Context: an optimization exercise on an open-source flow, tuned for small area and a short achievable clock period. The choices shown serve that exercise and are no tape-out recipe. Function was checked by simulation only, so behaviour that the tests miss may differ from the original. The flow treats the clock pin as an ideal source, which a real chip does not have.

### design/flow/flow/run.sh
#!/bin/bash
# The standard layout (standard.sh: the standard synthesis and ORFS steps,
# unchanged), with two settings changed for the make run:
#  - CTS_ARGS: ORFS's own clock_tree_synthesis arguments without the dummy
#    loads CTS adds to balance the tree.
# Every ORFS step writes its own log under orfs/logs; make's output goes to
# make.log here.
set -euo pipefail
bash standard.sh SETUP_SLACK_MARGIN=7.7 \
    "CTS_ARGS=-sink_clustering_enable -repair_clock_nets -dont_use_dummy_load" \
    "BUFFER_PORTS_ARGS=-buffer_cell sky130_fd_sc_hd__buf_1" \
    RECOVER_POWER=100 \
    finish > make.log 2>&1
### design/flow/standard.sh
#!/bin/bash
# synth_recipe.tcl (not shown) runs the flow's synth.tcl, then flattens the netlist and writes it again
# the make line also repeats each setting of config.mk as NAME=value (left out here)
make -C /OpenROAD-flow-scripts/flow DESIGN_CONFIG=/design/flow/config.mk WORK_HOME=/design/flow/orfs CLKGATE_MAP_FILE= SYNTH_SCRIPT=/design/flow/synth_recipe.tcl "${@:-finish}"
### design/flow/config.mk
export PLATFORM = sky130hd
export DESIGN_NAME = ring_rx_check
export DESIGN_NICKNAME = ring_rx_check
export VERILOG_FILES = /design/flow/design.v
export SDC_FILE = /design/flow/constraint.sdc
export NUM_CORES = 4
export LEC_CHECK = 0
export CAP_MARGIN = 20
export CORE_MARGIN = 2
export CORE_UTILIZATION = 60
export SLEW_MARGIN = 20
export SYNTH_MEMORY_MAX_BITS = 16384
### design/flow/constraint.sdc
create_clock -name core_clock -period 11.0 [get_ports {clk}]
set_input_delay 2.2000 -clock core_clock [delete_from_list [all_inputs] [get_ports {clk}]]
set_output_delay 2.2000 -clock core_clock [all_outputs]
set_load 0.01 [all_outputs]
### design/flow/design.v
module dec8b10b(code, data, k, ok_m, ok_p);
  input [9:0] code;
  wire [9:0] code;
  output [7:0] data;
  wire [7:0] data;
  output k;
  wire k;
  output ok_m;
  wire ok_m;
  output ok_p;
  wire ok_p;
  wire _000_;
  wire _001_;
  wire _002_;
  wire _003_;
  wire _004_;
  wire _005_;
  wire _006_;
  wire _007_;
  wire _008_;
  wire _009_;
  wire _010_;
  wire _011_;
  wire _012_;
  wire _013_;
  wire _014_;
  wire _015_;
  wire _016_;
  wire _017_;
  wire _018_;
  wire _019_;
  wire _020_;
  wire _021_;
  wire _022_;
  wire _023_;
  wire _024_;
  wire _025_;
  wire _026_;
  wire _027_;
  wire _028_;
  wire _029_;
  wire _030_;
  wire _031_;
  wire _032_;
  wire _033_;
  wire _034_;
  wire _035_;
  wire _036_;
  wire _037_;
  wire _038_;
  wire _039_;
  wire _040_;
  wire _041_;
  wire _042_;
  wire _043_;
  wire _044_;
  wire _045_;
  wire _046_;
  wire _047_;
  wire _048_;
  wire _049_;
  wire _050_;
  wire _051_;
  wire _052_;
  wire _053_;
  wire _054_;
  wire _055_;
  wire _056_;
  wire _057_;
  wire _058_;
  wire _059_;
  wire _060_;
  wire _061_;
  wire _062_;
  wire _063_;
  wire _064_;
  wire _065_;
  wire _066_;
  wire _067_;
  wire _068_;
  wire _069_;
  wire _070_;
  wire _071_;
  wire _072_;
  wire _073_;
  wire _074_;
  wire _075_;
  wire _076_;
  wire _077_;
  wire _078_;
  wire _079_;
  wire _080_;
  wire _081_;
  wire _082_;
  wire _083_;
  wire _084_;
  wire _085_;
  wire _086_;
  wire _087_;
  wire _088_;
  wire _089_;
  wire _090_;
  wire _091_;
  wire _092_;
  wire _093_;
  wire _094_;
  wire _095_;
  wire _096_;
  wire _097_;
  wire _098_;
  wire _099_;
  wire _100_;
  wire _101_;
  wire _102_;
  wire _103_;
  wire _104_;
  wire _105_;
  wire _106_;
  wire _107_;
  wire _108_;
  wire _109_;
  wire _110_;
  wire _111_;
  wire _112_;
  wire _113_;
  wire _114_;
  wire _115_;
  wire _116_;
  wire _117_;
  wire _118_;
  wire _119_;
  wire [3:0] four;
  wire [5:0] six;
  wire [4:0] x;
  wire [2:0] y;
  assign _050_ = code[9] | ~(code[8]);
  assign _051_ = code[6] | ~(code[7]);
  assign _052_ = ~(_051_ & code[8]);
  assign _053_ = ~code[9];
  assign _054_ = code[6] & ~(code[7]);
  assign _055_ = _053_ & ~(_054_);
  assign _056_ = _052_ & ~(_055_);
  assign _057_ = _056_ | ~(_050_);
  assign _058_ = _054_ | ~(_051_);
  assign _059_ = code[1] & ~(code[4]);
  assign _060_ = ~(code[0] | code[3]);
  assign _061_ = code[0] & code[3];
  assign _062_ = ~(_061_ | _060_);
  assign _063_ = code[5] & ~(code[4]);
  assign _064_ = code[3] & code[5];
  assign _065_ = ~(_064_ | _063_);
  assign _066_ = _062_ & ~(_065_);
  assign _067_ = _062_ ? _065_ : code[5];
  assign _068_ = _059_ ? _067_ : _066_;
  assign _069_ = _068_ & ~(code[2]);
  assign _070_ = ~_063_;
  assign _071_ = code[0] ? code[2] : _069_;
  assign _072_ = code[1] ^ code[2];
  assign _073_ = _072_ ^ _062_;
  assign _074_ = _070_ ? _071_ : _073_;
  assign _075_ = _069_ & ~(_074_);
  assign _076_ = code[8] | ~(code[9]);
  assign _077_ = _075_ ? _050_ : _076_;
  assign _078_ = _058_ & ~(_077_);
  assign data[7] = _057_ & ~(_078_);
  assign _079_ = _071_ & ~(_063_);
  assign _080_ = code[5] | code[4];
  assign _081_ = code[5] & code[4];
  assign _082_ = _080_ & ~(_081_);
  assign _083_ = _073_ ? _070_ : _082_;
  assign _084_ = ~(_083_ | _079_);
  assign _085_ = code[2] & ~(_084_);
  assign data[2] = _085_ | _068_;
  assign _086_ = ~(code[0] & code[2]);
  assign _087_ = code[1] | code[2];
  assign _088_ = _060_ & ~(_087_);
  assign _089_ = _086_ & ~(_088_);
  assign _090_ = ~(_061_ | code[2]);
  assign _091_ = code[1] & ~(_090_);
  assign _092_ = _091_ | ~(_089_);
  assign _093_ = _081_ & ~(code[3]);
  assign _094_ = _093_ | _092_;
  assign _095_ = _073_ & ~(_094_);
  assign _096_ = _092_ & ~(_080_);
  assign _097_ = _070_ & ~(_096_);
  assign _098_ = _095_ ? _063_ : _097_;
  assign _099_ = _064_ & ~(code[2]);
  assign _100_ = _099_ & ~(_073_);
  assign data[4] = _098_ & ~(_100_);
  assign _101_ = ~_084_;
  assign _102_ = ~code[0];
  assign _103_ = _083_ & ~(_102_);
  assign _104_ = _074_ & ~(_103_);
  assign data[1] = code[1] ? _101_ : _104_;
  assign _105_ = ~(code[8] | code[9]);
  assign _106_ = code[8] & code[9];
  assign _107_ = code[6] ? _105_ : _106_;
  assign _108_ = code[9] & ~(code[6]);
  assign _109_ = code[7] & ~(_050_);
  assign _110_ = _109_ | _108_;
  assign _111_ = code[6] & ~(code[9]);
  assign _112_ = ~code[7];
  assign _113_ = _112_ & ~(_076_);
  assign _114_ = _113_ | _111_;
  assign _115_ = _075_ ? _110_ : _114_;
  assign data[5] = _115_ | _107_;
  assign data[0] = _102_ ? _074_ : _101_;
  assign _116_ = _082_ | _073_;
  assign _117_ = ~(_116_ & _062_);
  assign data[3] = data[0] ? _117_ : _062_;
  assign _118_ = _075_ ? _114_ : _110_;
  assign data[6] = _118_ | _107_;
  assign _119_ = ~_081_;
  assign _000_ = _092_ | _119_;
  assign _001_ = code[2] & code[3];
  assign _002_ = _001_ & ~(_000_);
  assign _003_ = ~(_082_ & _073_);
  assign _004_ = _003_ | ~(_098_);
  assign _005_ = _107_ & _056_;
  assign _006_ = _005_ & ~(_004_);
  assign _007_ = _006_ | _002_;
  assign k = _007_ | _075_;
  assign _008_ = ~_073_;
  assign _009_ = ~(_089_ | _072_);
  assign _010_ = _080_ & ~(_009_);
  assign _011_ = _008_ ? _010_ : _094_;
  assign _012_ = _003_ & _116_;
  assign _013_ = _106_ | ~(_054_);
  assign _014_ = _001_ | ~(_080_);
  assign _015_ = _014_ & ~(_082_);
  assign _016_ = code[9] & ~(_015_);
  assign _017_ = code[8] | code[7];
  assign _018_ = _017_ | _016_;
  assign _019_ = _005_ | code[6];
  assign _020_ = _018_ & ~(_019_);
  assign _021_ = _013_ & ~(_020_);
  assign _022_ = _105_ & ~(code[7]);
  assign _023_ = _015_ | ~(_022_);
  assign _024_ = _004_ & ~(_023_);
  assign _025_ = _024_ | _021_;
  assign _026_ = _025_ | _012_;
  assign _027_ = ~_082_;
  assign _028_ = _092_ ? _080_ : _119_;
  assign _029_ = _008_ ? _027_ : _028_;
  assign _030_ = _073_ & code[5];
  assign _031_ = ~(_075_ | _030_);
  assign _032_ = _004_ & ~(_031_);
  assign _033_ = _053_ & ~(_032_);
  assign _034_ = _052_ | _112_;
  assign _035_ = _034_ | _033_;
  assign _036_ = ~code[6];
  assign _037_ = ~(_106_ & _036_);
  assign _038_ = _031_ & ~(_037_);
  assign _039_ = code[7] & ~(_105_);
  assign _040_ = _036_ & ~(_039_);
  assign _041_ = _040_ | _022_;
  assign _042_ = _041_ | _038_;
  assign _043_ = _035_ & ~(_042_);
  assign _044_ = _043_ & ~(_029_);
  assign _045_ = _026_ & ~(_044_);
  assign ok_m = _011_ & ~(_045_);
  assign _046_ = _029_ | _025_;
  assign _047_ = _012_ | _011_;
  assign _048_ = _043_ & ~(_047_);
  assign _049_ = _048_ | ~(_046_);
  assign ok_p = _049_ & ~(_009_);
  assign y = data[7:5];
  assign x = data[4:0];
  assign four = code[9:6];
  assign six = code[5:0];
endmodule
module ring_rx_check (
    input  wire        clk,
    input  wire        rst,           
    input  wire        col_valid,     
    input  wire [39:0] col_code,      
    input  wire        los,           
    output reg         v_valid,       
    output reg  [3:0]  v_reason,      
    output reg  [9:0]  v_len,         
    output wire [95:0] v_hdr,         
    output reg  [15:0] cnt_good,
    output reg  [15:0] cnt_hcrc,
    output reg  [15:0] cnt_bad,
    output wire [63:0] cnt_cv         
);
    localparam [3:0] R_GOOD      = 4'd0;
    localparam [3:0] R_HCRC      = 4'd1;
    localparam [3:0] R_LL_BAD    = 4'd2;
    localparam [3:0] R_SHORT     = 4'd3;
    localparam [3:0] R_LONG      = 4'd4;
    localparam [3:0] R_UNALIGNED = 4'd5;
    localparam [3:0] R_TRAILER   = 4'd6;
    localparam [3:0] R_ENDBAD    = 4'd7;
    localparam [3:0] R_CONTROL   = 4'd8;
    localparam [3:0] R_LANEFAULT = 4'd9;
    localparam [7:0] K27_7 = 8'hFB;
    localparam [7:0] K29_7 = 8'hFD;
    localparam [7:0] K30_7 = 8'hFE;
    localparam [31:0] CRC32_RESIDUE = 32'hDEBB20E3;
    integer i, b;
    reg  [39:0] c1;
    reg         v1, f1, r1;
    always @(posedge clk) begin
        c1 <= col_code;
        v1 <= col_valid && !rst;
        f1 <= los && !rst;
        r1 <= rst;
    end
    reg  [3:0]  rd;
    reg  [3:0]  rd_next;
    wire [31:0] dec_data;
    wire [3:0]  dec_k, dec_ok_m, dec_ok_p;
    genvar g;
    generate
        for (g = 0; g < 4; g = g + 1) begin : lane
            dec8b10b u_dec (
                .code (c1[10*g +: 10]),
                .data (dec_data[8*g +: 8]),
                .k    (dec_k[g]),
                .ok_m (dec_ok_m[g]),
                .ok_p (dec_ok_p[g])
            );
        end
    endgenerate
    localparam [63:0] SIX_POS  = 64'hFFE8E880E8808000;
    localparam [63:0] SIX_NEG  = 64'h00010117011717FF;
    localparam [15:0] FOUR_POS = 16'hF880;
    localparam [15:0] FOUR_NEG = 16'h011F;
    always @* begin
        for (i = 0; i < 4; i = i + 1)
            rd_next[i] = FOUR_POS[c1[10*i+6 +: 4]] ||
                         (!FOUR_NEG[c1[10*i+6 +: 4]] &&
                          (SIX_POS[c1[10*i +: 6]] ||
                           (!SIX_NEG[c1[10*i +: 6]] && rd[i])));
    end
    always @(posedge clk) begin
        if (r1)
            rd <= 4'b0000;
        else if (v1)
            rd <= rd_next;
    end
    wire [3:0] dec_cv = (rd & ~dec_ok_p) | (~rd & ~dec_ok_m);
    reg  [31:0] d2;
    reg  [3:0]  k2, cv2;
    reg         v2, f2, r2;
    always @(posedge clk) begin
        d2  <= dec_data;
        k2  <= dec_k;
        cv2 <= dec_cv;
        v2  <= v1 && !rst;
        f2  <= f1 && !rst;
        r2  <= r1;
    end
    reg [15:0] cv_cnt [0:3];
    always @(posedge clk) begin
        for (i = 0; i < 4; i = i + 1)
            if (rst)
                cv_cnt[i] <= 16'd0;
            else if (v2 && cv2[i] && cv_cnt[i] != 16'hFFFF)
                cv_cnt[i] <= cv_cnt[i] + 16'd1;
    end
    assign cnt_cv = {cv_cnt[3], cv_cnt[2], cv_cnt[1], cv_cnt[0]};
    reg [4:0] col_no;
    reg [4:0] ts1 [0:3];
    reg [4:0] ts2 [0:3];
    reg [4:0] ts3 [0:3];
    reg [3:0] in1, in2, in3;
    reg [3:0] in1_now, in2_now, in3_now;     
    reg [3:0] lane_fault;
    always @* begin
        for (i = 0; i < 4; i = i + 1) begin
            in1_now[i]    = in1[i] && ts1[i] != col_no;
            in2_now[i]    = in2[i] && ts2[i] != col_no;
            in3_now[i]    = in3[i] && ts3[i] != col_no;
            lane_fault[i] = cv2[i] && in3_now[i];
        end
    end
    always @(posedge clk) begin
        if (r2) begin
            col_no <= 5'd0;
            in1    <= 4'd0;
            in2    <= 4'd0;
            in3    <= 4'd0;
        end else if (v2) begin
            col_no <= col_no + 5'd1;
            for (i = 0; i < 4; i = i + 1)
                if (lane_fault[i]) begin
                    in1[i] <= 1'b0;
                    in2[i] <= 1'b0;
                    in3[i] <= 1'b0;
                end else if (cv2[i]) begin
                    in1[i] <= 1'b1;
                    in2[i] <= in1_now[i];
                    in3[i] <= in2_now[i];
                end else begin
                    in1[i] <= in1_now[i];
                    in2[i] <= in2_now[i];
                    in3[i] <= in3_now[i];
                end
        end
        for (i = 0; i < 4; i = i + 1)
            if (v2 && cv2[i]) begin
                ts1[i] <= col_no;
                ts2[i] <= ts1[i];
                ts3[i] <= ts2[i];
            end
    end
    wire fault2 = f2 || (v2 && lane_fault != 4'b0000);
    reg [3:0] is_end, is_ctl, is_e30;
    reg       start2, end_seen, any_nd, first_ctl, first_e30;
    reg [1:0] first;
    always @* begin
        for (i = 0; i < 4; i = i + 1) begin
            is_end[i] = k2[i] && !cv2[i] &&
                        (d2[8*i +: 8] == K29_7 || d2[8*i +: 8] == K30_7);
            is_e30[i] = k2[i] && !cv2[i] && d2[8*i +: 8] == K30_7;
            is_ctl[i] = cv2[i] || (k2[i] && !is_end[i]);
        end
        start2   = k2 == 4'b1111 && cv2 == 4'b0000 &&
                   d2 == {K27_7, K27_7, K27_7, K27_7};
        end_seen = is_end != 4'b0000;
        any_nd   = (k2 | cv2) != 4'b0000;
        first     = 2'd0;
        first_ctl = is_ctl[0];
        first_e30 = is_e30[0];
        for (i = 3; i >= 0; i = i - 1)
            if (k2[i] || cv2[i]) begin
                first     = i;
                first_ctl = is_ctl[i];
                first_e30 = is_e30[i];
            end
    end
    reg [1:0]  hpos;
    reg [31:0] crc32;
    reg [15:0] crc16;    
    reg [79:0] hdr;      
    reg        long_cls;   
    reg        ll_bad;     
    wire [31:0] crc32_next;
    crc32_x32 u_crc32 (.t(crc32 ^ d2), .o(crc32_next));
    wire [15:0] crc16_half, crc16_col;
    crc16_x16 u_crc16_half (.t(crc16 ^ {d2[7:0], d2[15:8]}), .o(crc16_half));
    crc16_x16 u_crc16_col  (.t(crc16_half ^ {d2[23:16], d2[31:24]}), .o(crc16_col));
    always @(posedge clk) begin
        if (r2)
            hpos <= 2'd3;
        else if (v2) begin
            if (start2)
                hpos <= 2'd0;
            else if (hpos != 2'd3)
                hpos <= hpos + 2'd1;
        end
        if (v2) begin
            if (start2)
                crc32 <= 32'hFFFFFFFF;
            else
                crc32 <= crc32_next;
        end
        if (v2 && start2)
            crc16 <= 16'hFFFF;
        if (v2 && !start2) begin
            if (hpos == 2'd0) begin
                hdr[31:0] <= d2;
                crc16     <= crc16_col;
                long_cls  <= d2[7] ^ d2[6];
                ll_bad    <= d2[23] && (d2[7:6] != 2'b11 || d2[14:8] != 7'h7F);
            end
            if (hpos == 2'd1) begin
                hdr[63:32] <= d2;
                crc16      <= crc16_col;
            end
            if (hpos == 2'd2) begin
                hdr[79:64] <= d2[15:0];
                crc16      <= crc16_half;
            end
        end
    end
    assign v_hdr = {crc16, hdr};
    wire       crc_ok  = crc32 == CRC32_RESIDUE;
    wire       hcrc_ok = crc16_half == d2[31:16];
    reg        in_frame;
    reg        skip;         
    reg [7:0]  ncol;         
    always @(posedge clk)
        if (v2)
            ncol <= start2 ? 8'd0 : ncol + 8'd1;
    wire [7:0] lmax_col = long_cls ? 8'd132 : 8'd20;
    wire       too_long = ncol == lmax_col && !(any_nd && first == 2'd0);
    wire       hdr_bad  = ncol == 8'd2 && (!hcrc_ok || ll_bad);
    reg [3:0]  reason;
    reg [9:0]  len;
    always @* begin
        len = {ncol, 2'b00};
        if (fault2)
            reason = R_LANEFAULT;
        else if (too_long)
            reason = R_LONG;
        else if (any_nd) begin
            len = {ncol, first};
            if (first_ctl)
                reason = R_CONTROL;
            else if (ncol[7:2] == 6'd0)
                reason = R_SHORT;
            else if (first != 2'd0)
                reason = R_UNALIGNED;
            else if (first_e30)
                reason = R_ENDBAD;
            else if (!crc_ok)
                reason = R_TRAILER;
            else
                reason = R_GOOD;
        end else begin
            len    = 10'd12;
            reason = hcrc_ok ? R_LL_BAD : R_HCRC;
        end
    end
    always @(posedge clk) begin
        v_reason <= reason;
        v_len    <= len;
        if (r2) begin
            in_frame <= 1'b0;
            skip     <= 1'b0;
        end
        if (rst)
            v_valid <= 1'b0;
        else begin
            v_valid <= 1'b0;
            if (fault2) begin
                if (in_frame) begin
                    v_valid  <= 1'b1;
                    in_frame <= 1'b0;
                end
                skip <= 1'b0;
            end else if (v2 && skip) begin
                if (end_seen)
                    skip <= 1'b0;
            end else if (v2) begin
                if (in_frame) begin
                    if (too_long || any_nd || hdr_bad) begin
                        v_valid  <= 1'b1;
                        in_frame <= 1'b0;
                        skip     <= too_long ? !end_seen : !any_nd && !hcrc_ok;
                    end
                end
                if (start2)
                    in_frame <= 1'b1;
            end
        end
    end
    always @(posedge clk) begin
        if (rst) begin
            cnt_good <= 16'd0;
            cnt_hcrc <= 16'd0;
            cnt_bad  <= 16'd0;
        end else if (v_valid) begin
            if (v_reason == R_GOOD) begin
                if (cnt_good != 16'hFFFF) cnt_good <= cnt_good + 16'd1;
            end else if (v_reason == R_HCRC) begin
                if (cnt_hcrc != 16'hFFFF) cnt_hcrc <= cnt_hcrc + 16'd1;
            end else begin
                if (cnt_bad != 16'hFFFF) cnt_bad <= cnt_bad + 16'd1;
            end
        end
    end
endmodule
module crc32_x32 (
    input  wire [31:0] t,
    output wire [31:0] o
);
    wire x_x0 = t[0] ^ t[22];
    wire x_x1 = t[2] ^ t[7];
    wire x_x2 = t[3] ^ t[21];
    wire x_x3 = t[1] ^ t[23];
    wire x_x4 = t[4] ^ x_x0;
    wire x_x5 = t[5] ^ t[12];
    wire x_x6 = t[13] ^ t[29];
    wire x_x7 = t[6] ^ t[11];
    wire x_x8 = t[10] ^ t[26];
    wire x_x9 = t[17] ^ t[24];
    wire x_x10 = t[19] ^ t[27];
    wire x_x11 = t[14] ^ t[30];
    wire x_x12 = t[16] ^ t[28];
    wire x_x13 = t[18] ^ t[25];
    wire x_x14 = t[15] ^ t[31];
    wire x_x15 = t[8] ^ t[9];
    wire x_x16 = t[20] ^ x_x1;
    wire x_x17 = t[23] ^ x_x12;
    wire x_x18 = t[3] ^ t[5];
    wire x_x19 = t[4] ^ t[24];
    wire x_x20 = t[25] ^ t[29];
    wire x_x21 = t[28] ^ x_x2;
    wire x_x22 = x_x6 ^ x_x11;
    wire x_x23 = x_x3 ^ x_x10;
    wire x_x24 = t[8] ^ x_x5;
    wire x_x25 = x_x4 ^ x_x13;
    wire x_x26 = t[18] ^ t[26];
    wire x_x27 = t[0] ^ t[12];
    wire x_x28 = t[9] ^ t[14];
    wire x_x29 = t[2] ^ t[20];
    wire x_x30 = t[27] ^ t[30];
    wire x_x31 = t[31] ^ x_x8;
    wire x_x32 = t[7] ^ x_x14;
    wire x_x33 = x_x3 ^ x_x9;
    wire x_x34 = x_x7 ^ x_x8;
    wire x_x35 = x_x6 ^ x_x27;
    wire x_x36 = x_x1 ^ x_x2;
    wire x_x37 = t[6] ^ t[26];
    wire x_x38 = t[13] ^ t[17];
    wire x_x39 = t[2] ^ t[28];
    wire x_x40 = t[0] ^ t[31];
    wire x_x41 = t[7] ^ t[13];
    wire x_x42 = t[11] ^ t[15];
    wire x_x43 = t[8] ^ t[22];
    wire x_x44 = t[9] ^ t[15];
    wire x_x45 = t[6] ^ t[10];
    wire x_x46 = t[7] ^ t[16];
    wire x_x47 = t[6] ^ x_x14;
    wire x_x48 = t[20] ^ x_x11;
    wire x_x49 = x_x20 ^ x_x29;
    wire x_x50 = t[10] ^ x_x2;
    wire x_x51 = x_x1 ^ x_x28;
    wire x_x52 = t[24] ^ x_x15;
    wire x_x53 = x_x5 ^ x_x14;
    wire x_x54 = t[25] ^ x_x7;
    wire x_x55 = x_x18 ^ x_x45;
    wire x_x56 = t[5] ^ x_x0;
    wire x_x57 = t[27] ^ x_x15;
    wire x_x58 = t[22] ^ x_x19;
    wire x_x59 = t[9] ^ x_x34;
    wire x_x60 = t[21] ^ x_x4;
    wire x_x61 = t[1] ^ x_x22;
    wire x_x62 = x_x36 ^ x_x47;
    wire x_x63 = x_x16 ^ x_x19;
    wire x_x64 = x_x21 ^ x_x40;
    wire x_x65 = x_x9 ^ x_x50;
    wire x_x66 = x_x13 ^ x_x21;
    wire x_x67 = x_x9 ^ x_x17;
    wire x_x68 = x_x13 ^ x_x32;
    wire x_x69 = x_x4 ^ x_x16;
    wire x_x70 = x_x12 ^ x_x23;
    wire x_x71 = t[3] ^ t[8];
    wire x_x72 = t[16] ^ x_x3;
    wire x_x73 = x_x37 ^ x_x71;
    wire x_x74 = x_x72 ^ x_x73;
    wire x_x75 = x_x69 ^ x_x74;
    wire x_x76 = t[4] ^ t[5];
    wire x_x77 = x_x76 ^ x_x36;
    wire x_x78 = x_x33 ^ x_x57;
    wire x_x79 = x_x77 ^ x_x78;
    wire x_x80 = x_x39 ^ x_x52;
    wire x_x81 = x_x55 ^ x_x25;
    wire x_x82 = x_x80 ^ x_x81;
    wire x_x83 = t[4] ^ t[7];
    wire x_x84 = t[19] ^ x_x3;
    wire x_x85 = x_x18 ^ x_x20;
    wire x_x86 = x_x83 ^ x_x84;
    wire x_x87 = x_x85 ^ x_x59;
    wire x_x88 = x_x86 ^ x_x87;
    wire x_x89 = x_x30 ^ x_x34;
    wire x_x90 = x_x24 ^ x_x63;
    wire x_x91 = x_x89 ^ x_x90;
    wire x_x92 = x_x5 ^ x_x41;
    wire x_x93 = x_x54 ^ x_x57;
    wire x_x94 = x_x92 ^ x_x64;
    wire x_x95 = x_x93 ^ x_x94;
    wire x_x96 = t[3] ^ t[10];
    wire x_x97 = x_x28 ^ x_x29;
    wire x_x98 = x_x96 ^ x_x35;
    wire x_x99 = x_x17 ^ x_x97;
    wire x_x100 = x_x98 ^ x_x99;
    wire x_x101 = t[4] ^ x_x42;
    wire x_x102 = x_x101 ^ x_x65;
    wire x_x103 = x_x61 ^ x_x102;
    wire x_x104 = t[2] ^ t[11];
    wire x_x105 = t[16] ^ x_x11;
    wire x_x106 = x_x104 ^ x_x53;
    wire x_x107 = x_x105 ^ x_x25;
    wire x_x108 = x_x106 ^ x_x107;
    wire x_x109 = t[19] ^ x_x38;
    wire x_x110 = x_x14 ^ x_x24;
    wire x_x111 = x_x109 ^ x_x69;
    wire x_x112 = x_x110 ^ x_x111;
    wire x_x113 = t[5] ^ t[13];
    wire x_x114 = x_x26 ^ x_x113;
    wire x_x115 = x_x51 ^ x_x114;
    wire x_x116 = x_x60 ^ x_x115;
    wire x_x117 = t[14] ^ t[15];
    wire x_x118 = x_x43 ^ x_x117;
    wire x_x119 = x_x55 ^ x_x23;
    wire x_x120 = x_x118 ^ x_x119;
    wire x_x121 = x_x7 ^ x_x44;
    wire x_x122 = x_x17 ^ x_x121;
    wire x_x123 = x_x63 ^ x_x122;
    wire x_x124 = t[0] ^ x_x46;
    wire x_x125 = x_x20 ^ x_x24;
    wire x_x126 = x_x124 ^ x_x65;
    wire x_x127 = x_x125 ^ x_x126;
    wire x_x128 = t[1] ^ t[26];
    wire x_x129 = t[30] ^ x_x7;
    wire x_x130 = x_x38 ^ x_x15;
    wire x_x131 = x_x128 ^ x_x129;
    wire x_x132 = x_x130 ^ x_x25;
    wire x_x133 = x_x131 ^ x_x132;
    wire x_x134 = t[18] ^ x_x5;
    wire x_x135 = x_x51 ^ x_x23;
    wire x_x136 = x_x31 ^ x_x134;
    wire x_x137 = x_x135 ^ x_x136;
    wire x_x138 = x_x41 ^ x_x42;
    wire x_x139 = x_x8 ^ x_x58;
    wire x_x140 = x_x138 ^ x_x70;
    wire x_x141 = x_x139 ^ x_x140;
    wire x_x142 = t[11] ^ t[14];
    wire x_x143 = t[27] ^ x_x142;
    wire x_x144 = x_x49 ^ x_x24;
    wire x_x145 = x_x143 ^ x_x67;
    wire x_x146 = x_x144 ^ x_x145;
    wire x_x147 = t[30] ^ x_x37;
    wire x_x148 = x_x44 ^ x_x9;
    wire x_x149 = x_x35 ^ x_x147;
    wire x_x150 = x_x148 ^ x_x66;
    wire x_x151 = x_x149 ^ x_x150;
    wire x_x152 = x_x46 ^ x_x10;
    wire x_x153 = x_x31 ^ x_x152;
    wire x_x154 = x_x61 ^ x_x25;
    wire x_x155 = x_x153 ^ x_x154;
    wire x_x156 = t[17] ^ x_x7;
    wire x_x157 = x_x10 ^ x_x11;
    wire x_x158 = x_x12 ^ x_x18;
    wire x_x159 = x_x32 ^ x_x4;
    wire x_x160 = x_x156 ^ x_x157;
    wire x_x161 = x_x158 ^ x_x159;
    wire x_x162 = x_x160 ^ x_x161;
    wire x_x163 = t[3] ^ t[17];
    wire x_x164 = t[29] ^ x_x0;
    wire x_x165 = x_x39 ^ x_x26;
    wire x_x166 = x_x163 ^ x_x53;
    wire x_x167 = x_x164 ^ x_x165;
    wire x_x168 = x_x166 ^ x_x167;
    wire x_x169 = t[30] ^ x_x6;
    wire x_x170 = x_x10 ^ x_x43;
    wire x_x171 = x_x26 ^ x_x16;
    wire x_x172 = x_x169 ^ x_x170;
    wire x_x173 = x_x171 ^ x_x172;
    wire x_x174 = t[23] ^ x_x10;
    wire x_x175 = x_x15 ^ x_x48;
    wire x_x176 = x_x174 ^ x_x64;
    wire x_x177 = x_x175 ^ x_x176;
    wire x_x178 = t[29] ^ x_x8;
    wire x_x179 = x_x52 ^ x_x17;
    wire x_x180 = x_x178 ^ x_x62;
    wire x_x181 = x_x179 ^ x_x180;
    wire x_x182 = x_x30 ^ x_x33;
    wire x_x183 = x_x49 ^ x_x59;
    wire x_x184 = x_x182 ^ x_x183;
    wire x_x185 = t[11] ^ t[12];
    wire x_x186 = t[24] ^ x_x1;
    wire x_x187 = x_x30 ^ x_x185;
    wire x_x188 = x_x31 ^ x_x186;
    wire x_x189 = x_x187 ^ x_x66;
    wire x_x190 = x_x188 ^ x_x189;
    wire x_x191 = t[31] ^ x_x35;
    wire x_x192 = x_x54 ^ x_x16;
    wire x_x193 = x_x70 ^ x_x191;
    wire x_x194 = x_x192 ^ x_x193;
    wire x_x195 = t[6] ^ t[12];
    wire x_x196 = x_x195 ^ x_x22;
    wire x_x197 = x_x67 ^ x_x60;
    wire x_x198 = x_x196 ^ x_x197;
    wire x_x199 = x_x33 ^ x_x56;
    wire x_x200 = x_x22 ^ x_x68;
    wire x_x201 = x_x199 ^ x_x200;
    wire x_x202 = t[3] ^ t[19];
    wire x_x203 = x_x202 ^ x_x48;
    wire x_x204 = x_x58 ^ x_x68;
    wire x_x205 = x_x203 ^ x_x204;
    wire x_x206 = t[1] ^ t[19];
    wire x_x207 = t[25] ^ x_x206;
    wire x_x208 = x_x56 ^ x_x207;
    wire x_x209 = x_x62 ^ x_x208;
    assign o[0] = x_x75;
    assign o[1] = x_x79;
    assign o[2] = x_x82;
    assign o[3] = x_x88;
    assign o[4] = x_x91;
    assign o[5] = x_x95;
    assign o[6] = x_x100;
    assign o[7] = x_x103;
    assign o[8] = x_x108;
    assign o[9] = x_x112;
    assign o[10] = x_x116;
    assign o[11] = x_x120;
    assign o[12] = x_x123;
    assign o[13] = x_x127;
    assign o[14] = x_x133;
    assign o[15] = x_x137;
    assign o[16] = x_x141;
    assign o[17] = x_x146;
    assign o[18] = x_x151;
    assign o[19] = x_x155;
    assign o[20] = x_x162;
    assign o[21] = x_x168;
    assign o[22] = x_x173;
    assign o[23] = x_x177;
    assign o[24] = x_x181;
    assign o[25] = x_x184;
    assign o[26] = x_x190;
    assign o[27] = x_x194;
    assign o[28] = x_x198;
    assign o[29] = x_x201;
    assign o[30] = x_x205;
    assign o[31] = x_x209;
endmodule
module crc16_x16 (
    input  wire [15:0] t,
    output wire [15:0] o
);
    wire x_x0 = t[9] ^ t[13];
    wire x_x1 = t[10] ^ t[14];
    wire x_x2 = t[4] ^ t[8];
    wire x_x3 = t[7] ^ t[15];
    wire x_x4 = t[6] ^ x_x1;
    wire x_x5 = t[5] ^ x_x0;
    wire x_x6 = t[12] ^ x_x2;
    wire x_x7 = t[3] ^ t[11];
    wire x_x8 = t[1] ^ t[12];
    wire x_x9 = t[0] ^ t[11];
    wire x_x10 = t[2] ^ t[13];
    wire x_x11 = t[14] ^ x_x7;
    wire x_x12 = x_x5 ^ x_x8;
    wire x_x13 = x_x6 ^ x_x9;
    wire x_x14 = t[15] ^ x_x6;
    wire x_x15 = t[11] ^ x_x4;
    wire x_x16 = x_x3 ^ x_x11;
    wire x_x17 = x_x10 ^ x_x4;
    wire x_x18 = x_x5 ^ x_x13;
    wire x_x19 = x_x4 ^ x_x12;
    wire x_x20 = x_x3 ^ x_x10;
    wire x_x21 = x_x20 ^ x_x15;
    wire x_x22 = t[8] ^ t[12];
    wire x_x23 = x_x22 ^ x_x16;
    wire x_x24 = x_x0 ^ x_x14;
    wire x_x25 = x_x1 ^ x_x5;
    wire x_x26 = t[15] ^ x_x15;
    wire x_x27 = t[0] ^ x_x2;
    wire x_x28 = x_x3 ^ x_x27;
    wire x_x29 = t[8] ^ t[1];
    wire x_x30 = t[5] ^ t[9];
    wire x_x31 = x_x29 ^ x_x30;
    wire x_x32 = t[9] ^ t[2];
    wire x_x33 = t[10] ^ t[6];
    wire x_x34 = x_x32 ^ x_x33;
    wire x_x35 = t[7] ^ t[10];
    wire x_x36 = x_x7 ^ x_x35;
    assign o[0] = x_x13;
    assign o[1] = x_x12;
    assign o[2] = x_x17;
    assign o[3] = x_x16;
    assign o[4] = x_x14;
    assign o[5] = x_x18;
    assign o[6] = x_x19;
    assign o[7] = x_x21;
    assign o[8] = x_x23;
    assign o[9] = x_x24;
    assign o[10] = x_x25;
    assign o[11] = x_x26;
    assign o[12] = x_x28;
    assign o[13] = x_x31;
    assign o[14] = x_x34;
    assign o[15] = x_x36;
endmodule
==> notes.md, run 1 <==
The cell at the slowest stage of the critical path is clkbuf_1. The clock period could shrink to 6.24 ns. The pin slew with the least headroom to its limit is 4.27 ns.

For this run, design rule violations remaining after detail routing come to 0. The cell count after synthesis came out at 2309. The post-route setup TNS is 0 ns. The vias per cell is 5.89. By instance count, the cell type seen most on the critical path is clkbuf_1. The hold-critical path depth is 1. TritonCTS built the clock tree.

The share of flip-flops with an asynchronous set or reset came out at 0. Setup repair after global routing could not meet its margin everywhere. The compound-gate portion of the synthesized area is 0.119. Traced cell by cell, the critical path runs through clkbuf_1 > clkbuf_1 > inv_1 > o311ai_0 > a31o_1.

For this configuration, the core starts out at a cell density of 0.604. The max capacitance violation total is 4. The run finished, with violations left. The count of buffers from port buffering is 266. The area growth from synthesis to layout is 16.3%. After synthesis, the largest family of logic cells by area is XOR/XNOR gates.

The post-route clock skew is 0.0550 ns. Across every metal layer, demand over resource in global routing totals 0.304. The worst-path maximum fanout is 98.

The largest incremental delay on the critical path came out at 3.05 ns. The xor/xnor share of the synthesized area is 0.217. At the worst endpoint, the required time is 11.53 ns. The total of warnings raised by yosys came out at 5. The worst setup path is captured at a register. In this run the cell area of the synthesized design comes to 23200 µm². The number of enable-type register cells in the synthesized netlist is 182.

The total overflow reported by the global router came out at 0. The endpoint identified for the worst register-to-register timing path is cv_cnt[3][13]. The reasons given for failing layout checks are max-capacitance violations, max-slew violations. The violation count after the first detailed-route iteration is 1461. A synthesized cell averages 10.1 µm². After detailed routing, the average wire length per cell comes to 20.5 µm. The post-synthesis net count came out at 2417.

The total die area is 40300 µm². Of the total synthesized cell area, the portion taken by AND, OR, NAND and NOR gates is 0.137. The ratio of final minimum period to clock period is 0.567. The proportion of layout cells with a drive suffix above 1 is 0.123. Of the synthesized area, sequential elements account for 0.454.

The tightest min-delay check is of the register to register type. The mux share of post-synthesis cell area came out at 0.0102. Of the total synthesized cell area, the portion taken by full adders, half adders and majority gates is 0.0349.

The number of endpoints failing setup at the final stage is 0. The number of diodes came out at 0. The max-slew violation count came out at 214. The startpoint kind of the worst setup timing path is an input pin. At the later pin of the worst-skew pair, clock insertion delay measures 0.59 ns. The post-cts hold buffer count came out at 0. The tree built by TritonCTS fans out to 436 sinks. The vertical die dimension is 201 µm.

The count of non-filler cells in the finished layout came out at 3138. The netlist uses 81 different library cells. Among all flip-flop cells after synthesis, the most frequent one is dfxtp_1.

The post-detailed-route count of antenna-violating nets is 0. The initial antenna violation count is 1. The width of the die is 201 µm. Counting the buffers created by CTS gives 46. Once detailed placement completed, the half-perimeter wirelength came to 44300 µm. The worst relative slew slack came out at -1.85. Summed over all layers, the routed wires come to 64300 µm. The count of standard-cell rows is 72. The number of global-route vias before repair came out at 17400.

The count of nets after finishing came out at 2730. The count of boundary I/O pins is 267. The critical path is of the input pin to register type. After floorplanning, the core was sized to cover 38500 µm².

Counting flops and latches in the post-synthesis netlist gives 436. The final number of hold-violating endpoints was 0. The count of TritonRoute iterations in the first routing pass came out at 6. The placer congestion estimate came out at 0.982. Counting tap cells, the placed design contains a total of 3014 instances. The via count of the routed design came out at 18500.

The tightest hold path in the finished design has a slack of 0.436 ns. The global-route wire length before repair is 96400 µm. Clock-pin slew was measured on the worst setup and hold paths at 0.06 ns. In this run the most critical hold path is launched from f1. The number of cells on the worst reg-to-reg path is 9. The startpoint identified for the worst register-to-register timing path is v2. The signal arrival time at the worst endpoint came out at 6.77 ns. The worst-case hold path end point is f2.

The fmax is 160 MHz. The slack of the worst reg-to-reg path is 5.42 ns. The pin count of the biggest net entering global routing is 99.
[how the worst max path moves through the flow]
stage,start,end,slack (ns),cells past startpoint
floorplan,v2,cv_cnt[2][15],7.82,8
global placement,rst,in_frame,7.20,5
detailed placement,rst,in_frame,7.13,5
CTS,hdr[1],v_hdr[1],7.59,1
global route,rst,in_frame,4.33,5
finish,rst,in_frame,4.76,5
[worst max-delay path, delay by kind of cell]
| kind | cells | cell delay (ns) |
|---|---|---|
| AOI/OAI and AO/OA | 2 | 0.51 |
| buffers and inverters | 3 | 4.03 |
[cell usage after synthesis (10+ instances only)]
cell | n | share of area
or3_1 | 35 | 0.0094
xor2_1 | 153 | 0.058
nand4_1 | 36 | 0.0097
o221ai_1 | 13 | 0.0049
xnor3_1 | 14 | 0.014
nor3_1 | 22 | 0.0047
dfxtp_1 | 254 | 0.22
and2_1 | 12 | 0.0032
inv_1 | 77 | 0.012
a21oi_1 | 99 | 0.021
mux2i_1 | 17 | 0.0073
o31ai_1 | 18 | 0.0058
nor2_1 | 206 | 0.033
xnor2_2 | 10 | 0.0070
o41ai_1 | 10 | 0.0038
and3_1 | 19 | 0.0051
o21ai_0 | 110 | 0.024
nand2_1 | 187 | 0.030
nor4_1 | 14 | 0.0038
xnor2_1 | 325 | 0.12
ha_1 | 64 | 0.034
nor2b_1 | 30 | 0.0081
a31oi_1 | 22 | 0.0059
nand3_1 | 59 | 0.013
o211ai_1 | 15 | 0.0048
a211o_1 | 10 | 0.0038
clkbuf_1 | 86 | 0.014
a211oi_1 | 14 | 0.0045
o22ai_1 | 14 | 0.0038
edfxtp_1 | 182 | 0.24
or2_2 | 12 | 0.0032
a21o_1 | 12 | 0.0039
[routing by layer]
metal  routed length (µm)  track usage  vias to the layer above  part of all wire
met5                    0            0                        -                 0
met4                 2190        0.104                        0             0.034
met3                 5380       0.0576                      140             0.084
met2                30000        0.487                      736              0.47
met1                26700        0.415                     8897              0.42
li1                     -            -                     8701                 -
[flip-flops by register name (all words and copies together) (netlist names), 5 cells and up]
register / count
hdr: 80
cv_cnt: 64
c1: 40
crc32: 32
d2: 32
ts1: 20
ts2: 20
ts3: 20
cnt_bad: 16
cnt_good: 16
cnt_hcrc: 16
crc16: 16
v_len: 10
ncol: 8
col_no: 5
[through the flow]
step | utilization | instance area, µm² | setup slack, ns
4_1_cts | 0.701 | 27000 | 7.59
3_3_place_gp | 0.641 | 24700 | 7.20
3_5_place_dp | 0.641 | 24700 | 7.13
2_1_floorplan | - | 23200 | 7.82
6_report | 0.703 | 27000 | 4.76
5_1_grt | 0.703 | 27000 | 4.33
[cell usage in the layout, fill, tap and decap left out, drive strengths merged, types with 15 or more instances in the layout]
| master | Yosys | final |
|---|---|---|
| xnor2 | 336 | 336 |
| buf | 10 | 268 |
| dfxtp | 254 | 254 |
| nor2 | 206 | 206 |
| nand2 | 187 | 187 |
| edfxtp | 182 | 182 |
| xor2 | 154 | 154 |
| clkbuf | 86 | 138 |
| o21ai | 110 | 110 |
| a21oi | 99 | 99 |
| inv | 77 | 76 |
| ha | 64 | 64 |
| nand3 | 59 | 59 |
| nand4 | 36 | 36 |
| or3 | 35 | 35 |
| nor2b | 30 | 30 |
| nor3 | 22 | 22 |
| a31oi | 22 | 22 |
| and3 | 19 | 19 |
| xnor3 | 19 | 19 |
| o31ai | 18 | 18 |
| mux2i | 17 | 17 |
| o211ai | 15 | 15 |
[cell type report]
cell class,instances,area [µm²]
sequential,436,10600
timing repair inverter,1,5.00
clock buffer,46,1150
multi-input combinational,1699,12100
inverter,78,294
tap,518,648
timing repair buffer,360,2230
fill,3016,11400
[timing repair]
item | 4_1_cts | 5_1_grt
setup buffers | 50 | 27
cloned | 0 | 1
setup endpoints to repair | 186 | 181
resized for setup | 395 | 118
[cells by family after synthesis]
family / Yosys count
AOI/OAI and AO/OA: 424
adders and majority gates: 65
buffers and inverters: 174
DFF: 436
xor gates and xnor gates: 517
muxes: 22
and+or+nand+nor: 671
==> run 2: changes to the inputs <==
--- a/design/flow/flow/run.sh
+++ b/design/flow/flow/run.sh
@@ -9,5 +9,4 @@
 bash standard.sh SETUP_SLACK_MARGIN=7.7 \
     "CTS_ARGS=-sink_clustering_enable -repair_clock_nets -dont_use_dummy_load" \
     "BUFFER_PORTS_ARGS=-buffer_cell sky130_fd_sc_hd__buf_1" \
-    RECOVER_POWER=100 \
     finish > make.log 2>&1
--- a/design/flow/config.mk
+++ b/design/flow/config.mk
@@ -8,5 +8,6 @@
 export CAP_MARGIN = 20
 export CORE_MARGIN = 2
 export CORE_UTILIZATION = 60
+export PLACE_DENSITY = 0.75
 export SLEW_MARGIN = 20
 export SYNTH_MEMORY_MAX_BITS = 16384
==> run 2 against run 1 <==
Effect of this change:
- now clean on timing, DRC and antenna
- sequential share of layout area grew 1.1 points
- die area unchanged
- core utilization fell by 0.15 points
- routed wire length shrank 4.3%
- register-to-register slack improved by 2.2 ns
- cell count decreased by 1.5%
- worst setup slack improved by 2.8 ns
- critical path depth up 3
- synthesized cell count stayed put
- critical path type is now register to register
==> notes.md, run 2 <==
The clock transition at the register clock pins on the worst setup and hold paths after CTS is 0.06 ns (about the same). The post-cts hold buffer count is 0 (unchanged). The number of endpoints failing setup at the final stage is 0 (unchanged). The pin count of the biggest net entering global routing was 79 (-20%). The most critical setup path has its endpoint at hdr[70]. The post-layout minimum cycle time is 3.40 ns (-2.84 ns). The number of diodes is 0 (unchanged).

The number of different library cells in the post-synthesis netlist came out at 81 (unchanged). The largest registers in the layout are hdr x80, cv_cnt x64, c1 x40. The all-layer global routing usage came to 0.297 (-0.00688). The part of the Yosys area used for sequential elements came out at 0.454 (unchanged). The global-route wire length before repair is 95000 µm (-1.4%).

The post-route clock skew is 0.0411 ns (-0.0138 ns). The global routing usage on met3 is 0.0709 (+0.0133). The total die area came out at 40300 µm² (unchanged).

The kind of end point of the critical path is a register. The total length of routed wires came out at 61500 µm (-4.3%). The per-instance average area after synthesis is 10.1 µm² (unchanged). The commonest non-fill, non-tap cell in the layout is xnor2_1. The number of enable-type register cells in the synthesized netlist came out at 182 (unchanged). The register with the most flip-flops in the final layout is hdr.

The total standard cell area after synthesis came out at 23200 µm² (unchanged). The number of global-route vias before repair is 17600 (+1.0%). The proportion of netlist area held by the largest area contributor is 0.235 (unchanged).

The max-slew violation count is 0 (-100%). In the post-synthesis netlist, the biggest area contributors are edfxtp_1 24%, dfxtp_1 22%, xnor2_1 12%. The core footprint came to 38500 µm² (unchanged).

The xor/xnor share of the synthesized area is 0.217 (unchanged). The clock buffer count from CTS came out at 46 (unchanged). The count of nets after finishing is 2682 (-1.8%).

The largest incremental delay on the critical path came out at 0.83 ns (-2.22 ns). The final design instance area without fill came out at 27000 µm² (-0.22%). The signal arrival time at the worst endpoint came out at 3.56 ns (-3.21 ns). The total of warnings raised by yosys was 5 (unchanged). The remaining routing DRC violations came to 0 (unchanged). TritonCTS built the clock tree. The worst relative slew slack is 0.287 (+2.14). The slack of the worst reg-to-reg path is 7.60 ns (+2.18 ns). The largest family of logic cells by synthesized area is XOR/XNOR gates. The fmax came out at 294 MHz (+84%).

The ratio of final minimum period to clock period was 0.309 (-0.258). The estimated wirelength of the detail-placed design came out at 43800 µm (-1.2%). The worst-case hold slack is 0.435 ns (-0.00120 ns). For this run, the leading register cell type out of synthesis is dfxtp_1. The required time of the critical path came out at 11.16 ns (-0.37 ns).

The vertical die dimension is 201 µm (unchanged). The cell seen most often among critical-path stages is buf_4. The count of TritonRoute iterations in the first routing pass is 6 (unchanged). The via count of the routed design is 18300 (-1.1%). The number of flip-flops in the largest register came out at 80 (unchanged). The share of flip-flops with an asynchronous set or reset came to 0 (unchanged).

The max capacitance violation total came out at 0 (-4). The count of buffers from port buffering is 266 (unchanged). The post-detailed-route count of antenna-violating nets came out at 0 (unchanged). Of all cell types, the one taking the most synthesized area is edfxtp_1. The initial standard-cell utilization of the core is 0.604 (unchanged).

The worst reg2reg path startpoint is d2[26]. The simple-gate share of the synthesized area is 0.137 (unchanged). The adder-cell share of the synthesized area came to 0.0349 (unchanged). The post-synthesis net count was 2417 (unchanged). The initial antenna violation count came out at 0 (-1).

The compound-gate portion of the synthesized area came out at 0.119 (unchanged). The post-route setup TNS is 0 ns (unchanged). The number of sinks on the clock net came out at 436 (unchanged). The startpoint kind of the worst setup timing path is a register. The worst reg2reg path depth is 8 (-1). The worst-path maximum fanout is 44 (-55%). The endpoint of the worst-slack reg-to-reg timing path is hdr[70]. Setup repair after global routing could not meet its margin everywhere.

The met2 track demand over resource is 0.484 (-0.00322). The average detailed-routed wire length per instance is 19.9 µm (-2.8%). The mux share of post-synthesis cell area is 0.0102 (unchanged).

The pin slew with the least headroom to its limit is 1.06 ns (-3.22 ns). Walking the worst path, the cells encountered are nor2_1 > nand4_1 > nor3_1 > buf_4 > nand2_1 > buf_4 > nand3_1 > inv_1. The count of boundary I/O pins is 267 (unchanged). The worst hold path belongs to the class register to register. The number of instances in the synthesized netlist is 2309 (unchanged). The count of state elements after synthesis came out at 436 (unchanged). The insertion delay to the later sink of the worst-skew pair came to 0.58 ns (about the same). The launch point of the critical path is d2[26]. The run finished with no timing, DRC or antenna violations. met2 is the most crowded layer. The post-detailed-placement cell area is 24600 µm² (about the same).

The layout overhead on the synthesized area came out at 16.1%. The width of the die is 201 µm (unchanged). The count of standard-cell rows is 72 (unchanged).

The global routing met1 resource utilization is 0.384 (-0.0305). The placer congestion estimate came out at 0.936 (-4.6%). The vias per cell was 5.91 (+0.40%). The final number of hold-violating endpoints was 0 (unchanged). The commonest cells after synthesis are 325 x xnor2_1, 254 x dfxtp_1, 206 x nor2_1. The violation count after the first detailed-route iteration is 1478 (+1.2%). Among all cell types in the netlist, the one instantiated most often is xnor2_1.

The cell at the slowest stage of the critical path is inv_1. The library cells used most frequently in the layout, excluding fill and tap cells, are 320 x xnor2_1, 202 x nor2_1, 187 x nand2_1, 182 x edfxtp_1, 149 x xor2_1. The critical path in this run is classified as register to register. The total overflow reported by the global router is 0 (unchanged).

The proportion of layout cells with a drive suffix above 1 is 0.192 (+0.0695).
==> run 2: through the flow <==
step | util | cells | setup slack [ns]
after floorplan | - | 2309 | 7.82
final | 0.701 | 3090 | 7.60
after global placement | 0.641 | 3012 | 7.15
after CTS | 0.688 | 3070 | 7.64
after global routing | 0.701 | 3090 | 7.49
after detailed placement | 0.641 | 3012 | 7.13
==> run 2: worst min path at each step <==
stage / end / slack [ns] / startpoint / cells past startpoint
finish: ts2[1][0] / 0.44 / ts1[1][0] / 0
global placement: ts2[3][1] / 0.45 / ts1[3][1] / 0
floorplan: r2 / 0.37 / r1 / 0
detailed placement: ts2[2][0] / 0.46 / ts1[2][0] / 0
global route: ts2[1][4] / 0.45 / ts1[1][4] / 0
CTS: ts2[1][0] / 0.44 / ts1[1][0] / 0
==> run 2: kinds of logic after synthesis <==
kind of cell | Yosys count
simple gates | 671
buf+inv | 174
flops | 436
fa+ha+maj | 65
xor+xnor | 517
compound gates | 424
mux | 22
==> run 2: area by class of cell <==
class | count | area (µm²)
repair buffers | 313 | 1790
flip-flops and latches | 436 | 10900
clock buffers | 46 | 1150
fillers | 2889 | 11500
inverters | 78 | 293
multi-input cells | 1699 | 12200
well taps | 518 | 648
==> run 2: metal layers <==
metal / part of all wire / wire [µm] / vias to the layer above
met5: 0 / 0 / -
met2: 0.47 / 28600 / 768
met4: 0.038 / 2320 / 0
met3: 0.089 / 5460 / 147
li1: - / - / 8620
met1: 0.41 / 25100 / 8730
==> run 2: what timing repair did <==
action                     CTS  global route
hold endpoints to repair     0             0
resized for setup          339           130
setup endpoints to repair  184           178
pin swaps                    1             0
setup buffers               12            20
==> run 2: worst max-delay path, delay by kind of cell (launching register included) <==
family | cells | cell delay, ns
buffers and inverters | 3 | 1.45
DFF | 1 | 0.71
and+or+nand+nor | 5 | 0.81
==> run 3: changes to the inputs <==
--- a/design/flow/flow/run.sh
+++ b/design/flow/flow/run.sh
@@ -6,7 +6,7 @@
 # Every ORFS step writes its own log under orfs/logs; make's output goes to
 # make.log here.
 set -euo pipefail
-bash standard.sh SETUP_SLACK_MARGIN=7.7 \
+bash standard.sh SETUP_SLACK_MARGIN=7.65 \
     "CTS_ARGS=-sink_clustering_enable -repair_clock_nets -dont_use_dummy_load" \
     "BUFFER_PORTS_ARGS=-buffer_cell sky130_fd_sc_hd__buf_1" \
     finish > make.log 2>&1
--- a/design/flow/config.mk
+++ b/design/flow/config.mk
@@ -8,6 +8,5 @@
 export CAP_MARGIN = 20
 export CORE_MARGIN = 2
 export CORE_UTILIZATION = 60
-export PLACE_DENSITY = 0.75
 export SLEW_MARGIN = 20
 export SYNTH_MEMORY_MAX_BITS = 16384
==> run 3 against run 2 <==
Effect of this change:
- still clean on timing, DRC and antenna
- routed wire length about the same
- first-iteration DRC count down 7.0%
- register-to-register slack better by 0.18 ns
- count of clock-buffer cells in the layout unchanged
- worst setup slack improved by 0.015 ns
- synthesized cell count is the same
- critical path depth fell by 7
- cell area fell by 1.9%
- worst hold slack got worse by 0.0026 ns
- core utilization fell by 1.3 points
==> notes.md, run 3 <==
The largest incremental delay on the critical path is 0.44 ns (-0.39 ns). The width of the die came out at 201 µm (unchanged). The classification of the worst-slack hold path is register to register. The count of boundary I/O pins came out at 267 (unchanged). The vias per cell was 5.86 (-0.90%). Counting instances in the post-synthesis netlist gives the leading cell types as 325 x xnor2_1, 254 x dfxtp_1, 206 x nor2_1. Setup repair after global routing could not meet its margin everywhere.

The signal arrival time at the worst endpoint came out at 1.18 ns (-2.38 ns). The total die area was 40300 µm² (unchanged). The number of diodes came out at 0 (unchanged). The post-route clock skew came out at 0.0513 ns (+0.0101 ns). The via count of the routed design came out at 18000 (-1.7%). The count of TritonRoute iterations in the first routing pass is 5 (-1). The part of the Yosys area used for sequential elements is 0.454 (unchanged). The final number of hold-violating endpoints is 0 (unchanged). The number of endpoints failing setup at the final stage came out at 0 (unchanged). The post-route setup TNS is 0 ns (unchanged). The estimated wirelength of the detail-placed design came out at 44300 µm (+1.2%). After global routing, the most crowded layer is met2. The layout overhead on the synthesized area is 13.8%. The worst-path maximum fanout came out at 1 (-98%). hdr holds more flip-flops than any other register. The remaining routing DRC violations came out at 0 (unchanged). The library cell used most frequently in the layout, excluding fill and tap cells, is xnor2_1. The number of cells on the critical path came out at 1 (-7). The average detailed-routed wire length per instance is 20.1 µm (+0.76%). The total overflow reported by the global router is 0 (unchanged). The leading register cell type out of synthesis is dfxtp_1.

The proportion of netlist area held by the largest area contributor is 0.235 (unchanged). The per-instance average area after synthesis was 10.1 µm² (unchanged). The CTS tree is done. The proportion of layout cells with a drive suffix above 1 is 0.159 (-0.0331). The kind of end point of the critical path is an output pin. The post-detailed-placement cell area came out at 24700 µm² (about the same). The pin count of the biggest net entering global routing came out at 99 (+25%). The post-synthesis net count came out at 2417 (unchanged). The total length of routed wires came out at 61500 µm (about the same). By startpoint and endpoint, the worst setup path is classified as register to output pin. The dominant delay contributor by cell family on the critical path is flip-flops. In the layout the commonest cells are 321 x xnor2_1, 204 x nor2_1, 187 x nand2_1, 182 x edfxtp_1, 149 x xor2_1. The post-detailed-route count of antenna-violating nets is 0 (unchanged). The number of instances in the synthesized netlist is 2309 (unchanged). The total of warnings raised by yosys was 5 (unchanged). The startpoint kind of the worst setup timing path is a register.

The initial standard-cell utilization of the core is 0.604 (unchanged). The ratio of final minimum period to clock period is 0.308 (-0.00133). The global routing usage on met3 came out at 0.0576 (-0.0133). The number of flip-flops in the largest register came out at 80 (unchanged).

The max-slew violation count came to 0 (unchanged). The post-layout minimum cycle time is 3.38 ns (-0.0146 ns). The count of nets after finishing is 2657 (-0.93%).

The slowest stage of the critical path belongs to the cell edfxtp_1. The global-route wire length before repair was 94700 µm (-0.31%). The flow ran to the end and the layout has no timing, DRC or antenna violations. The count of buffers from port buffering came out at 266 (unchanged). The total standard cell area after synthesis came out at 23200 µm² (unchanged).

The buffer and inverter count on the worst path is 1 (-2). The core footprint came to 38500 µm² (unchanged). The area used by sequential logic in the layout came out at 10800 µm² (-1.1%). The required time of the critical path is 8.80 ns (-2.36 ns).

The number of enable-type register cells in the synthesized netlist came out at 182 (unchanged). The count of filler cells inserted in the layout came out at 3002 (+3.9%). The share of flip-flops with an asynchronous set or reset came out at 0 (unchanged). The count of state elements after synthesis came out at 436 (unchanged). The number of global-route vias before repair came out at 17100 (-2.9%). The most frequent cell after synthesis is xnor2_1. The max capacitance violation total came out at 0 (unchanged). The number of sinks on the clock net came out at 436 (unchanged). The insertion delay to the later sink of the worst-skew pair came to 0.59 ns (about the same).

The worst relative slew slack is 0.300 (+0.0128). By area the synthesized netlist is led by edfxtp_1 24%, dfxtp_1 22%, xnor2_1 12%. The number of different library cells in the post-synthesis netlist came out at 81 (unchanged). The violation count after the first detailed-route iteration is 1375 (-7.0%). The worst reg2reg path depth is 8 (unchanged).

The fmax came out at 296 MHz (+0.43%). The clock transition at the register clock pins on the worst setup and hold paths after CTS is 0.06 ns (about the same). The all-layer global routing usage came out at 0.299 (+0.00193). The placer congestion estimate is 0.982 (+4.8%). Traced cell by cell, the critical path runs through buf_1. The worst-case hold slack was 0.433 ns (-0.00257 ns).

The initial antenna violation count was 1 (+1). The pin slew with the least headroom to its limit was 1.05 ns (-0.00658 ns). The largest registers in the layout are hdr x80, cv_cnt x64, c1 x40. The count of standard-cell rows came to 72 (unchanged). The vertical die dimension came to 201 µm (unchanged).

The largest total area in the synthesized netlist belongs to edfxtp_1. The total area of multi-input combinational cells is 12200 µm² (-0.18%). The final design instance area without fill is 26500 µm² (-1.9%).

The met2 track demand over resource is 0.478 (-0.00608). The hold-critical path depth came out at 1 (+1). The slack of the worst reg-to-reg path is 7.78 ns (+0.18 ns). The global routing met1 resource utilization is 0.411 (+0.0266).

The clock buffer count from CTS is 46 (unchanged).
==> run 3: layout make-up <==
class,instances,area share
multi-input combinational,1699,0.460
sequential,436,0.407
timing repair buffer,288,0.0537
clock buffer,46,0.0435
tap,518,0.0245
inverter,78,0.0111
==> run 3: path summary, 6_finish.rpt <==
check	startpoint	to
min	f1	f2
max	hdr[1]	v_hdr[1]
min reg2reg	f1	f2
max reg2reg	d2[6]	crc16[12]
==> run 3: timing repair <==
item | CTS | global route
setup buffers | 0 | 5
resized for setup | 208 | 126
setup endpoints to repair | 152 | 145
hold buffers | 0 | 0
==> run 3: per-stage QoR <==
stage,setup WS (ns),instances,utilization
2_1_floorplan,7.82,2309,-
3_3_place_gp,7.20,3014,0.641
3_5_place_dp,7.13,3014,0.641
4_1_cts,7.59,3060,0.679
5_1_grt,7.48,3065,0.688
6_report,7.62,3065,0.688
==> run 3: cells by family after synthesis <==
family,count (synthesis),synth area share
AND/OR/NAND/NOR,671,0.137
multiplexers,22,0.0102
AO/OA/AOI/OAI,424,0.119
adder cells (fa/ha/maj),65,0.0349
buffers and inverters,174,0.0283
XOR/XNOR,517,0.217
flip-flops,436,0.454
==> run 3: metal layers <==
metal | vias up | part of all wire
met2 | 657 | 0.46
met4 | 0 | 0.029
met3 | 111 | 0.078
met5 | - | 0
met1 | 8647 | 0.43
li1 | 8540 | -
==> run 4: changes to the inputs <==
--- a/design/flow/flow/run.sh
+++ b/design/flow/flow/run.sh
@@ -6,7 +6,7 @@
 # Every ORFS step writes its own log under orfs/logs; make's output goes to
 # make.log here.
 set -euo pipefail
-bash standard.sh SETUP_SLACK_MARGIN=7.65 \
+bash standard.sh SETUP_SLACK_MARGIN=7.62 \
     "CTS_ARGS=-sink_clustering_enable -repair_clock_nets -dont_use_dummy_load" \
     "BUFFER_PORTS_ARGS=-buffer_cell sky130_fd_sc_hd__buf_1" \
     finish > make.log 2>&1
==> run 4 against run 3 <==
Effect of this change:
- clock skew rose by 0.0027 ns
- critical endpoint unchanged
- routed wire length is 0.35% lower
- highest routed layer unchanged
- sequential share of layout area barely moved
==> notes.md, run 4 <==
The flow ran to the end and the layout has no timing, DRC or antenna violations. In the layout the commonest cells are 322 x xnor2_1, 204 x nor2_1, 187 x nand2_1, 183 x buf_1, 182 x edfxtp_1. The global routing usage on met3 came out at 0.0575 (-0.000162). The vertical die dimension is 201 µm (unchanged). The number of different library cells in the post-synthesis netlist came to 81 (unchanged). The worst-case hold slack was 0.435 ns (+0.00271 ns).

The met2 track demand over resource is 0.474 (-0.00372). For this run, the leading register cell type out of synthesis is dfxtp_1. The violation count after the first detailed-route iteration came to 1472 (+7.1%). The count of TritonRoute iterations in the first routing pass came to 5 (unchanged).

The buffer and inverter count on the worst path came out at 1 (unchanged). The per-instance average area after synthesis is 10.1 µm² (unchanged). The average detailed-routed wire length per instance came to 20.0 µm (-0.22%). The number of flip-flops in the largest register came out at 80 (unchanged). The number of sinks on the clock net is 436 (unchanged). By count the netlist is led by 325 x xnor2_1, 254 x dfxtp_1, 206 x nor2_1.

The post-detailed-route count of antenna-violating nets is 0 (unchanged). The worst-path maximum fanout is 1 (unchanged). The part of the Yosys area used for sequential elements is 0.454 (unchanged). The ratio of final minimum period to clock period is 0.309 (+0.00185). The initial antenna violation count came to 1 (unchanged). The post-layout minimum cycle time came out at 3.40 ns (+0.0203 ns). In the post-synthesis netlist, the biggest area contributors are edfxtp_1 24%, dfxtp_1 22%, xnor2_1 12%. The proportion of netlist area held by the largest area contributor came to 0.235 (unchanged).

The global-route wire length before repair is 94600 µm (-0.13%). The fmax is 294 MHz (-0.60%). The placer congestion estimate is 0.982 (unchanged). The width of the die came out at 201 µm (unchanged).

The dominant delay contributor by cell family on the critical path is flip-flops. The pin slew with the least headroom to its limit is 1.04 ns (-0.0101 ns). TritonCTS built the clock tree. Leaving out fill and tap cells, the most frequent cell in the layout is xnor2_1. The post-synthesis net count came out at 2417 (unchanged). The total overflow reported by the global router came to 0 (unchanged). The core footprint is 38500 µm² (unchanged). The count of standard-cell rows is 72 (unchanged).

The proportion of layout cells with a drive suffix above 1 was 0.121 (-0.0383). The max capacitance violation total was 0 (unchanged). The largest incremental delay on the critical path came out at 0.46 ns (+0.02 ns). The post-route setup TNS was 0 ns (unchanged). The total instance count after detailed placement came to 3014 (unchanged).

The count of non-filler cells in the finished layout was 3061 (-0.13%). The global routing met1 resource utilization is 0.412 (+0.000703). The count of buffers from port buffering is 266 (unchanged). The vias per cell came out at 5.87 (+0.28%). The number of diodes is 0 (unchanged). The number of endpoints failing setup at the final stage came out at 0 (unchanged).

The final number of hold-violating endpoints came out at 0 (unchanged). The classification of the worst-slack hold path is register to register. The pin count of the biggest net entering global routing is 99 (unchanged). The clock transition at the register clock pins on the worst setup and hold paths after CTS is 0.06 ns (about the same). The share of flip-flops with an asynchronous set or reset came out at 0 (unchanged). The insertion delay to the later sink of the worst-skew pair came out at 0.59 ns (about the same).

The setup path with the least slack is of type register to output pin. The number of enable-type register cells in the synthesized netlist came out at 182 (unchanged). In the post-synthesis netlist, the cell with the most instances is xnor2_1. The total die area is 40300 µm² (unchanged). The required time of the critical path came out at 8.80 ns (about the same).

The all-layer global routing usage is 0.298 (-0.000542). In the final layout, the registers with the most flip-flops are hdr x80, cv_cnt x64, c1 x40. The cell at the slowest stage of the critical path is edfxtp_1. The clock buffer count from CTS came out at 46 (unchanged). The worst relative slew slack came to 0.298 (-0.00157).

The post-route clock skew is 0.0540 ns (+0.00271 ns). Setup repair after global routing could not meet its margin everywhere. The total length of routed wires came out at 61300 µm (-0.35%). The remaining routing DRC violations came out at 0 (unchanged). The worst setup path is captured at an output pin. The initial standard-cell utilization of the core came out at 0.604 (unchanged).

The number of instances in the synthesized netlist came out at 2309 (unchanged). The total of warnings raised by yosys came to 5 (unchanged). The count of nets after finishing came out at 2653 (-0.15%). The via count of the routed design is 18000 (+0.14%).

Traced cell by cell, the critical path runs through buf_1. The count of boundary I/O pins is 267 (unchanged). The layout overhead on the synthesized area came out at 12.9%. The estimated wirelength of the detail-placed design was 44300 µm (unchanged). After global routing, the most crowded layer is met2. The number of global-route vias before repair is 17100 (-0.19%). The max-slew violation count came out at 0 (unchanged). The total standard cell area after synthesis is 23200 µm² (unchanged). The cell type with the largest total area after synthesis is edfxtp_1. Counting flops per register, the top entry is hdr. STA classifies the critical path startpoint as a register.

The signal arrival time at the worst endpoint came out at 1.20 ns (+0.02 ns). The count of state elements after synthesis came out at 436 (unchanged).
-- run 4: area by class of cell --
| type | count | area (µm²) |
|---|---|---|
| Clock buffer | 46 | 1150 |
| Fill cell | 3031 | 12200 |
| Inverter | 78 | 293 |
| Multi-Input combinational cell | 1699 | 12200 |
| Sequential cell | 436 | 10700 |
| Tap cell | 518 | 648 |
| Timing Repair Buffer | 284 | 1280 |
-- run 4: kinds of logic (layout without fill, tap and decap cells) --
group | after synthesis | count (layout) | share of synthesized area
XOR/XNOR | 517 | 517 | 0.217
AO/OA/AOI/OAI | 424 | 424 | 0.119
flip-flops | 436 | 436 | 0.454
buffers and inverters | 174 | 408 | 0.0283
multiplexers | 22 | 22 | 0.0102
adder cells (fa/ha/maj) | 65 | 65 | 0.0349
AND/OR/NAND/NOR | 671 | 671 | 0.137
-- run 4: path summary, 6_finish.rpt --
path	from	end	slack, ns	depth (start not counted)
setup / recovery	hdr[1]	v_hdr[1]	7.60	1
hold / removal	f1	f2	0.44	1
setup reg to reg	d2[31]	crc32[24]	7.77	7
hold reg to reg	f1	f2	0.44	1
-- run 4: what timing repair did --
item,in CTS,in global routing
setup buffers,0,1
resized for setup,114,100
hold buffers,0,0
endpoints found under the setup margin,102,108
pin swaps,0,0
-- run 4: per-stage QoR --
| stage | util | setup slack, ns | cell area [µm²] |
|---|---|---|---|
| after floorplan | - | 7.82 | 23200 |
| after global placement | 0.641 | 7.20 | 24700 |
| after detailed placement | 0.641 | 7.13 | 24700 |
| after CTS | 0.675 | 7.59 | 26000 |
| after global routing | 0.682 | 7.49 | 26200 |
| final | 0.682 | 7.60 | 26200 |
-- run 4: routing by layer --
layer | vias up | part of all wire
met1 | 8661 | 0.43
met2 | 667 | 0.46
met3 | 113 | 0.080
met4 | 0 | 0.030
li1 | 8540 | -
met5 | - | 0

-- afterwards: timing with drivers on the ports --
How much do the figures lean on ideal ports? The routed layouts below were timed once more, with nothing changed but the port constraints.
Step 1 assumes that a clkbuf_16 drives the clock port and a buf_2 every other input.
Step 2 times the ports against the registers' clock, not the clock port: input delays grow and output delays shrink by t, the midpoint of the rising clock arrivals with the driver on.
Slacks: no drivers / after step 1 / after step 2; pairs: no drivers / after step 1.
run | t (ns) | slack for setup (ns) | clock arrival spread, ns
run 1 | 0.622 | 4.762 / 4.789 / 4.167 | 0.055 / 0.056
run 2 | 0.615 | 7.602 / 7.602 / 7.291 | 0.042 / 0.042
run 3 | 0.621 | 7.616 / 7.559 / 7.369 | 0.052 / 0.052
run 4 | 0.623 | 7.596 / 7.539 / 7.383 | 0.055 / 0.054
For run 1, which loses most, drivers alone change the setup slack by +0.027 ns; drivers and shift together by -0.595 ns.
